This design comes from an exercise in tuning for small area, a short achievable clock period and few clock cycles per item on the open sky130 flow, not from production work.
No activity file was given, so power comes from the tool's default toggle rates.

==> module friction_interp, before the edit <==
module friction_interp (
    input  wire        clk,
    input  wire        rst,
    input  wire        start,
    input  wire [31:0] p,
    input  wire [31:0] pos_min,
    input  wire [31:0] span,
    input  wire        rotary,
    output wire        busy,
    output reg         done,
    output wire [31:0] term,
    output wire        mem_req,
    output wire [7:0]  mem_addr,
    input  wire [31:0] mem_rdata
);
    reg         idle, sub, lin, run;
    reg  [5:0]  cnt;           
    reg         divq;          
    reg         modq;          
    reg         alnq;          
    reg         firstq;        
    reg         hornq;         
    reg         qshq;          
    reg         idxq;          
    reg         selq;          
    reg         clampq;        
    reg         chi;           
    reg  [31:0] s_reg;         
    reg         rot;
    reg         sgn;           
    reg         ovf;           
    reg  [31:0] rem;           
    reg  [31:0] a;             
    reg  [31:0] m;             
    reg  [47:0] acc;
    reg  [7:0]  addr;
    reg         busy_r;
    assign busy     = busy_r;
    assign mem_req  = busy_r;
    assign mem_addr = addr;
    assign term     = acc[47:16];
    wire        addm  = rem[31];                   
    wire [31:0] x1    = {rem[30:0], a[31]};
    wire [31:0] x2    = s_reg ^ {32{!addm}};
    wire        lo_z  = (x1[7:0] == 8'd0);
    wire        cin   = lin ? lo_z : !addm;
    wire [33:0] y_c   = {1'b0, x1, 1'b1} + {1'b0, x2, cin};
    wire [32:0] y     = y_c[33:1];
    wire        r_neg = x1[31] ^ x2[31] ^ y[32];    
    wire        ge    = !y[31];
    wire        qbit  = ge;
    wire [7:0]  neg_lo = ~x1[7:0] + 8'd1;
    reg  [31:0] s_top;         
    integer k;
    always @(*) begin
        s_top[31] = s_reg[31];
        for (k = 30; k >= 0; k = k - 1) s_top[k] = s_top[k+1] | s_reg[k];
    end
    wire [30:0] r_diff = rem[30:0] ^ {31{sgn}};      
    wire        wide   = |(r_diff & ~s_top[31:1]);
    wire        shr    = alnq & wide;
    wire [32:0] lo    = {1'b0, acc[30:0], a[23]} + {1'b0, m};
    wire [15:0] u2    = acc[46:31];
    wire [15:0] u2p   = u2 + 16'd1;
    wire [15:0] u2m   = u2 - 16'd1;
    wire [15:0] hi    = (lo[32] & !m[31]) ? u2p : (!lo[32] & m[31]) ? u2m : u2;
    wire [7:0]  idx   = a[7:0];
    wire [7:0]  inc   = idx + 8'd1;
    wire [7:0]  nxt   = (!rot && idx == 8'd255) ? 8'd255 : inc;
    wire        jump  = !rot & ovf & (cnt == 6'd27);
    wire [5:0]  cnt_d = jump ? 6'd4 : cnt - 6'd1;
    wire [5:0]  cnt_n = shr ? cnt + 6'd1 : cnt_d;
    always @(posedge clk) begin
        if (rst) begin
            idle <= 1'b1;
            sub  <= 1'b0;
            lin  <= 1'b0;
            run  <= 1'b0;
            done <= 1'b0;
            divq <= 1'b0;
            busy_r <= 1'b0;
        end else begin
            done <= 1'b0;
            if (idle) begin
                if (start) begin
                    idle <= 1'b0;
                    sub  <= 1'b1;
                    busy_r <= 1'b1;
                end
            end
            if (sub) begin
                sub  <= 1'b0;
                lin  <= !rot;
                run  <= rot;
                divq <= rot;
            end
            if (lin) begin
                lin  <= 1'b0;
                run  <= 1'b1;
                divq <= 1'b1;
            end
            if (run) begin
                divq <= (cnt_d >= 6'd4);
                if (cnt == 6'd1) begin
                    run  <= 1'b0;
                    idle <= 1'b1;
                    done <= 1'b1;
                    busy_r <= 1'b0;
                end
            end
        end
    end
    always @(posedge clk) begin
        if (sub) cnt <= 6'd28;
        else if (lin & (sgn | ovf)) cnt <= 6'd4;    
        else if (run) cnt <= cnt_n;
        if (sub) clampq <= 1'b0;
        else if ((lin & (sgn | ovf)) | (run & jump)) clampq <= 1'b1;
        if (lin) chi <= !sgn;
        else if (run & jump) chi <= 1'b1;
        alnq   <= sub ? rot : (run & alnq & wide);
        modq   <= sub ? rot : (run & rot & ((cnt_d >= 6'd28) | shr));
        qshq   <= sub | lin | (run & (cnt_d >= 6'd20));
        idxq   <= run & (cnt_d == 6'd20);
        selq   <= run & (cnt_d <= 6'd19) & (cnt_d >= 6'd4);
        firstq <= run & (cnt_d == 6'd17);
        hornq  <= run & (cnt_d <= 6'd16) & (cnt_d >= 6'd1);
    end
    always @(posedge clk) begin
        if (idle) begin
            s_reg <= pos_min;
            m     <= span;
            rot   <= rotary;
            a[31] <= p[0];
        end
        if (sub) begin
            sgn   <= r_neg;
            ovf   <= !rot & !r_neg & y[31];      
        end
        if (sub | lin) begin
            a     <= {y[0], (lin ? neg_lo : 8'd0), 23'd0} & {32{!(lin & sgn)}};
            s_reg <= (sub & !rot) ? {8'd0, y[31:8]} : {1'b0, m[30:0]};
        end
        if (idle)
            rem <= {1'b0, p[31:1]};
        else if (shr)
            rem <= {rem[31], rem[31:1]};
        else if (sub | lin)
            rem <= {sub & r_neg, y[31:1]} & {32{!(lin & sgn)}};
        else
            rem <= y[31:0];
        if (shr) begin
            a     <= {rem[0], a[31:1]};
        end else if (divq) begin
            if (qshq) a <= {a[30:0], modq ? 1'b0 : (qbit | ovf)};
            if (!rot && cnt == 6'd28) ovf <= ovf | ge;
        end
        if (run) m <= mem_rdata;
        if (clampq)
            addr <= {8{chi}};
        else if (idxq)
            addr <= {a[6:0], qbit | ovf};
        else if (selq)
            addr <= qbit ? nxt : idx;
        acc <= clampq ? {m, 16'd0} :
               firstq ? {{16{m[31]}}, m[31:16]} : {hi, lo[31:0]};
        if (firstq)
            a[23:8] <= m[15:0];
        else if (hornq)
            a[23:8] <= {a[22:8], 1'b0};
    end
endmodule
clock: 12.0 ns
lec_check: 0
cap_margin: 20
core_margin: 2
core_utilization: 72
cts_cluster_diameter: 100
cts_cluster_size: 24
slew_margin: 20
standard.sh (not shown) runs the stock make flow with config.mk's settings and CLKGATE_MAP_FILE= SYNTH_SCRIPT=/design/flow/synth_recipe.tcl, a recipe that flattens the netlist after the stock synthesis.
==> flow/flow/run.sh <==
#!/bin/bash
set -euo pipefail
bash standard.sh SETUP_SLACK_MARGIN=8.6 \
  'BUFFER_PORTS_ARGS=-buffer_cell sky130_fd_sc_hd__buf_1' finish > make_finish.log 2>&1
Next try:
--- a/flow/design.v
+++ b/flow/design.v
@@ -61,15 +61,15 @@
     wire        shr    = alnq & wide;
     wire [32:0] lo    = {1'b0, acc[30:0], a[23]} + {1'b0, m};
     wire [15:0] u2    = acc[46:31];
     wire [15:0] u2p   = u2 + 16'd1;
     wire [15:0] u2m   = u2 - 16'd1;
     wire [15:0] hi    = (lo[32] & !m[31]) ? u2p : (!lo[32] & m[31]) ? u2m : u2;
-    wire [7:0]  idx   = a[7:0];
-    wire [7:0]  inc   = idx + 8'd1;
-    wire [7:0]  nxt   = (!rot && idx == 8'd255) ? 8'd255 : inc;
+    wire [7:0]  idx   = clampq ? {8{chi}} : a[7:0];
+    wire [7:0]  inc   = a[7:0] + 8'd1;
+    wire [7:0]  nxt   = (clampq || (!rot && a[7:0] == 8'd255)) ? idx : inc;
     wire        jump  = !rot & ovf & (cnt == 6'd27);
     wire [5:0]  cnt_d = jump ? 6'd4 : cnt - 6'd1;
     wire [5:0]  cnt_n = shr ? cnt + 6'd1 : cnt_d;
     always @(posedge clk) begin
         if (rst) begin
             idle <= 1'b1;
@@ -119,13 +119,13 @@
         if (lin) chi <= !sgn;
         else if (run & jump) chi <= 1'b1;
         alnq   <= sub ? rot : (run & alnq & wide);
         modq   <= sub ? rot : (run & rot & ((cnt_d >= 6'd28) | shr));
         qshq   <= sub | lin | (run & (cnt_d >= 6'd20));
         idxq   <= run & (cnt_d == 6'd20);
-        selq   <= run & (cnt_d <= 6'd19) & (cnt_d >= 6'd4);
+        selq   <= (run & (cnt_d <= 6'd19) & (cnt_d >= 6'd4)) | (lin & (sgn | ovf));
         firstq <= run & (cnt_d == 6'd17);
         hornq  <= run & (cnt_d <= 6'd16) & (cnt_d >= 6'd1);
     end
     always @(posedge clk) begin
         if (idle) begin
             s_reg <= pos_min;
@@ -153,15 +153,13 @@
             a     <= {rem[0], a[31:1]};
         end else if (divq) begin
             if (qshq) a <= {a[30:0], modq ? 1'b0 : (qbit | ovf)};
             if (!rot && cnt == 6'd28) ovf <= ovf | ge;
         end
         if (run) m <= mem_rdata;
-        if (clampq)
-            addr <= {8{chi}};
-        else if (idxq)
+        if (idxq)
             addr <= {a[6:0], qbit | ovf};
         else if (selq)
             addr <= qbit ? nxt : idx;
         acc <= clampq ? {m, 16'd0} :
                firstq ? {{16{m[31]}}, m[31:16]} : {hi, lo[31:0]};
         if (firstq)
The new run completed without violations. Power went up by about 4.4%. Synthesized area stays flat. Maximum frequency is lower by about 4.4%. Core utilization rose by 1.4 points. Global-route usage went up by 0.92 points. Cell count is higher by 1.2%. Wire length rises by 3.8%. Hold slack improved by 0.028 ns. Sequential power hardly moves.
No functional check of the RTL was part of any run of this note.

The RTL this note starts from:
==> flow/design.v <==
module friction_interp (
    input  wire        clk,
    input  wire        rst,
    input  wire        start,
    input  wire [31:0] p,
    input  wire [31:0] pos_min,
    input  wire [31:0] span,
    input  wire        rotary,
    output wire        busy,
    output reg         done,
    output wire [31:0] term,
    output wire        mem_req,
    output wire [7:0]  mem_addr,
    input  wire [31:0] mem_rdata
);
    reg         idle, sub, lin, run;
    reg  [5:0]  cnt;           
    reg         divq;          
    reg         modq;          
    reg         alnq;          
    reg         firstq;        
    reg         hornq;         
    reg         idxq;          
    reg         qshq;          
    reg         selq;          
    reg  [31:0] s_reg;         
    reg         rot;
    reg         sgn;           
    reg         big;           
    reg         ovf;           
    reg  [31:0] rem;           
    reg  [31:0] a;             
    reg  [31:0] m;             
    reg  [47:0] acc;
    reg  [7:0]  addr;
    reg         qd;            
    assign busy     = !idle;
    assign mem_req  = run;
    assign mem_addr = addr;
    assign term     = acc[47:16];
    wire        addm  = rem[31];                   
    wire [31:0] x1    = {rem[30:0], a[31]};
    wire [31:0] x2    = s_reg ^ {32{!addm}};
    wire        lo_z  = (x1[7:0] == 8'd0);
    wire        cin   = lin ? lo_z : !addm;
    wire [33:0] y_c   = {1'b0, x1, 1'b1} + {1'b0, x2, cin};
    wire [32:0] y     = y_c[33:1];
    wire        r_neg = x1[31] ^ x2[31] ^ y[32];    
    wire        ge    = !y[31];
    wire        qbit  = ge;
    wire [7:0]  neg_lo = ~x1[7:0] + 8'd1;
    reg  [31:0] s_top;         
    integer k;
    always @(*) begin
        s_top[31] = s_reg[31];
        for (k = 30; k >= 0; k = k - 1) s_top[k] = s_top[k+1] | s_reg[k];
    end
    wire [30:0] r_diff = rem[30:0] ^ {31{sgn}};      
    wire        wide   = |(r_diff & ~s_top[31:1]);
    wire        shr    = alnq & wide;
    wire [32:0] lo    = {1'b0, acc[30:0], a[23]} + {1'b0, m};
    wire [15:0] u2    = acc[46:31];
    wire [15:0] u2p   = u2 + 16'd1;
    wire [15:0] u2m   = u2 - 16'd1;
    wire [15:0] hi    = (lo[32] & !m[31]) ? u2p : (!lo[32] & m[31]) ? u2m : u2;
    wire [7:0]  idx   = a[7:0] | {8{ovf}};     
    wire [7:0]  inc   = idx + 8'd1;
    wire [7:0]  nxt   = (!rot && idx == 8'd255) ? 8'd255 : inc;
    wire [5:0]  cnt_n = shr ? cnt + 6'd1 : cnt - 6'd1;
    always @(posedge clk) begin
        if (rst) begin
            idle <= 1'b1;
            sub  <= 1'b0;
            lin  <= 1'b0;
            run  <= 1'b0;
            done <= 1'b0;
            divq <= 1'b0;
        end else begin
            done <= 1'b0;
            if (idle) begin
                if (start) begin
                    idle <= 1'b0;
                    sub  <= 1'b1;
                end
            end
            if (sub) begin
                sub  <= 1'b0;
                lin  <= !rot;
                run  <= rot;
                divq <= rot;
            end
            if (lin) begin
                lin  <= 1'b0;
                run  <= 1'b1;
                divq <= 1'b1;
            end
            if (run) begin
                divq <= (cnt_n >= 6'd5);
                if (cnt == 6'd1) begin
                    run  <= 1'b0;
                    idle <= 1'b1;
                    done <= 1'b1;
                end
            end
        end
    end
    always @(posedge clk) begin
        if (sub) cnt <= 6'd29;
        else if (run) cnt <= cnt_n;
        alnq   <= sub ? rot : (alnq & wide);
        modq   <= sub ? rot : (run & rot & (cnt_n >= 6'd29));
        idxq   <= run & (cnt_n == 6'd20);    
        qshq   <= sub | lin | (run & (cnt_n >= 6'd21));
        selq   <= run & (cnt_n <= 6'd19) & (cnt_n >= 6'd4);
        firstq <= run & (cnt_n == 6'd17);
        hornq  <= run & (cnt_n <= 6'd16) & (cnt_n >= 6'd1);
    end
    always @(posedge clk) begin
        if (idle) begin
            s_reg <= pos_min;
            m     <= span;
            rot   <= rotary;
            rem   <= {1'b0, p[31:1]};
            a[31] <= p[0];
        end
        if (sub) begin
            sgn   <= r_neg;
            big   <= y[31] & !r_neg;
            ovf   <= 1'b0;
            rem   <= {r_neg, y[31:1]};
            a     <= {y[0], 31'd0};
            s_reg <= rot ? {1'b0, m[30:0]} : {8'd0, y[31:8]};
        end
        if (lin) begin
            rem   <= sgn ? 32'd0 : {1'b0, y[31:1]};
            a     <= sgn ? 32'd0 : {y[0], neg_lo, 23'd0};
            s_reg <= {1'b0, m[30:0]};
            ovf   <= big;
        end
        if (shr) begin
            rem   <= {rem[31], rem[31:1]};
            a     <= {rem[0], a[31:1]};
        end else if (divq) begin
            rem   <= y[31:0];
            if (qshq) a <= {a[30:0], modq ? 1'b0 : qbit};
            if (!rot && cnt == 6'd29) ovf <= ovf | ge;
        end
        if (run) m <= mem_rdata;
        qd <= qbit;
        if (idxq)
            addr <= idx;
        else if (selq)
            addr <= qd ? nxt : idx;
        if (firstq) begin
            acc     <= {{16{m[31]}}, m[31:16]};
            a[23:8] <= m[15:0];
        end else if (hornq) begin
            acc     <= {hi, lo[31:0]};
            a[23:8] <= {a[22:8], 1'b0};
        end
    end
endmodule
==> flow/config.mk <==
export PLATFORM = sky130hd
export DESIGN_NAME = friction_interp
export DESIGN_NICKNAME = friction_interp
export VERILOG_FILES = /design/flow/design.v
export SDC_FILE = /design/flow/constraint.sdc
export NUM_CORES = 4
export LEC_CHECK = 0
export CAP_MARGIN = 20
export CORE_MARGIN = 2
export CORE_UTILIZATION = 40
export SLEW_MARGIN = 20
==> flow/constraint.sdc <==
create_clock -name core_clock -period 12.0 [get_ports {clk}]
set_input_delay 2.4000 -clock core_clock [delete_from_list [all_inputs] [get_ports {clk}]]
set_output_delay 2.4000 -clock core_clock [all_outputs]
set_load 0.01 [all_outputs]
run.sh (not shown) runs the stock make flow with config.mk's settings and CLKGATE_MAP_FILE= SYNTH_SCRIPT=/design/flow/synth_recipe.tcl, a recipe that flattens the netlist after the stock synthesis.
Stock flow here: none of the scripts above is used.
==> next run, changes <==
--- a/flow/design.v
+++ b/flow/design.v
@@ -22,5 +22,4 @@
     reg         hornq;         
     reg         idxq;          
-    reg         qshq;          
     reg         selq;          
     reg  [31:0] s_reg;         
@@ -33,6 +32,7 @@
     reg  [31:0] m;             
     reg  [47:0] acc;
+    reg  [15:0] fr;
+    reg  [7:0]  idx;
     reg  [7:0]  addr;
-    reg         qd;            
     assign busy     = !idle;
     assign mem_req  = run;
@@ -59,12 +59,13 @@
     wire        wide   = |(r_diff & ~s_top[31:1]);
     wire        shr    = alnq & wide;
-    wire [32:0] lo    = {1'b0, acc[30:0], a[23]} + {1'b0, m};
+    wire [32:0] lo    = {1'b0, acc[30:0], fr[15]} + {1'b0, m};
     wire [15:0] u2    = acc[46:31];
     wire [15:0] u2p   = u2 + 16'd1;
     wire [15:0] u2m   = u2 - 16'd1;
     wire [15:0] hi    = (lo[32] & !m[31]) ? u2p : (!lo[32] & m[31]) ? u2m : u2;
-    wire [7:0]  idx   = a[7:0] | {8{ovf}};     
     wire [7:0]  inc   = idx + 8'd1;
     wire [7:0]  nxt   = (!rot && idx == 8'd255) ? 8'd255 : inc;
+    wire [7:0]  addr1 = idxq ? ({a[6:0], 1'b1} | {8{ovf}}) : nxt;
+    wire [7:0]  addr0 = idxq ? ({a[6:0], 1'b0} | {8{ovf}}) : idx;
     wire [5:0]  cnt_n = shr ? cnt + 6'd1 : cnt - 6'd1;
     always @(posedge clk) begin
@@ -96,5 +97,5 @@
             end
             if (run) begin
-                divq <= (cnt_n >= 6'd5);
+                divq <= (cnt_n >= 6'd4);
                 if (cnt == 6'd1) begin
                     run  <= 1'b0;
@@ -106,10 +107,9 @@
     end
     always @(posedge clk) begin
-        if (sub) cnt <= 6'd29;
+        if (sub) cnt <= 6'd28;
         else if (run) cnt <= cnt_n;
         alnq   <= sub ? rot : (alnq & wide);
-        modq   <= sub ? rot : (run & rot & (cnt_n >= 6'd29));
-        idxq   <= run & (cnt_n == 6'd20);    
-        qshq   <= sub | lin | (run & (cnt_n >= 6'd21));
+        modq   <= sub ? rot : (run & rot & (cnt_n >= 6'd28));
+        idxq   <= run & (cnt_n == 6'd20);
         selq   <= run & (cnt_n <= 6'd19) & (cnt_n >= 6'd4);
         firstq <= run & (cnt_n == 6'd17);
@@ -143,19 +143,17 @@
         end else if (divq) begin
             rem   <= y[31:0];
-            if (qshq) a <= {a[30:0], modq ? 1'b0 : qbit};
-            if (!rot && cnt == 6'd29) ovf <= ovf | ge;
+            a     <= {a[30:0], modq ? 1'b0 : qbit};
+            if (!rot && cnt == 6'd28) ovf <= ovf | ge;
         end
         if (run) m <= mem_rdata;
-        qd <= qbit;
-        if (idxq)
-            addr <= idx;
-        else if (selq)
-            addr <= qd ? nxt : idx;
+        if (idxq) idx <= {a[6:0], qbit} | {8{ovf}};
+        if (idxq | selq)
+            addr <= qbit ? addr1 : addr0;
         if (firstq) begin
-            acc     <= {{16{m[31]}}, m[31:16]};
-            a[23:8] <= m[15:0];
+            acc <= {{16{m[31]}}, m[31:16]};
+            fr  <= m[15:0];
         end else if (hornq) begin
-            acc     <= {hi, lo[31:0]};
-            a[23:8] <= {a[22:8], 1'b0};
+            acc <= {hi, lo[31:0]};
+            fr  <= {fr[14:0], 1'b0};
         end
     end
Outcome: First-iteration DRC count rose by roughly a tenth; total power rose by a few percent; worst setup slack loses 0.74 ns; area after synthesis rose by a little under a tenth; fmax fell by about a fifth; non-clock buffer count fell by 1; utilization fell by 0.53 points; via count rose by a few percent; critical path depth rose by 3.
Function was not checked in any run of this note: the RTL went through the layout flow alone.

## what the ideal ports hide
Ports are ideal in the flow. The routed layouts listed here were re-timed in OpenROAD.
Step 1 sets driving cells, clkbuf_16 on the clock port and buf_2 on the other inputs (assumed; they add their load-dependent delay and slew).
Step 2 moves the port delays by t, midway between the first and last clock arrival at a register: inputs arrive t later, outputs are due t later. That takes back most of the time a late clock gives input paths.
Slacks: ideal / step 1 / step 2; pairs: ideal / step 1.
run | shift t [ns] | setup slack, ns | hold slack, ns | cell pins on the clock port's net
the first run of note 1 | 0.534 | 8.378 / 8.378 / 8.378 | 0.454 / 0.454 / 0.454 | 1
the second run of note 1 | 0.522 | 8.212 / 8.212 / 8.212 | 0.482 / 0.482 / 0.482 | 1
the first run of note 2 | 0.569 | 7.577 / 7.577 / 7.577 | 0.511 / 0.511 / 0.511 | 1
the second run of note 2 | 0.608 | 6.837 / 6.837 / 6.837 | 0.528 / 0.528 / 0.528 | 1
After both steps setup and hold are still met in every run listed.
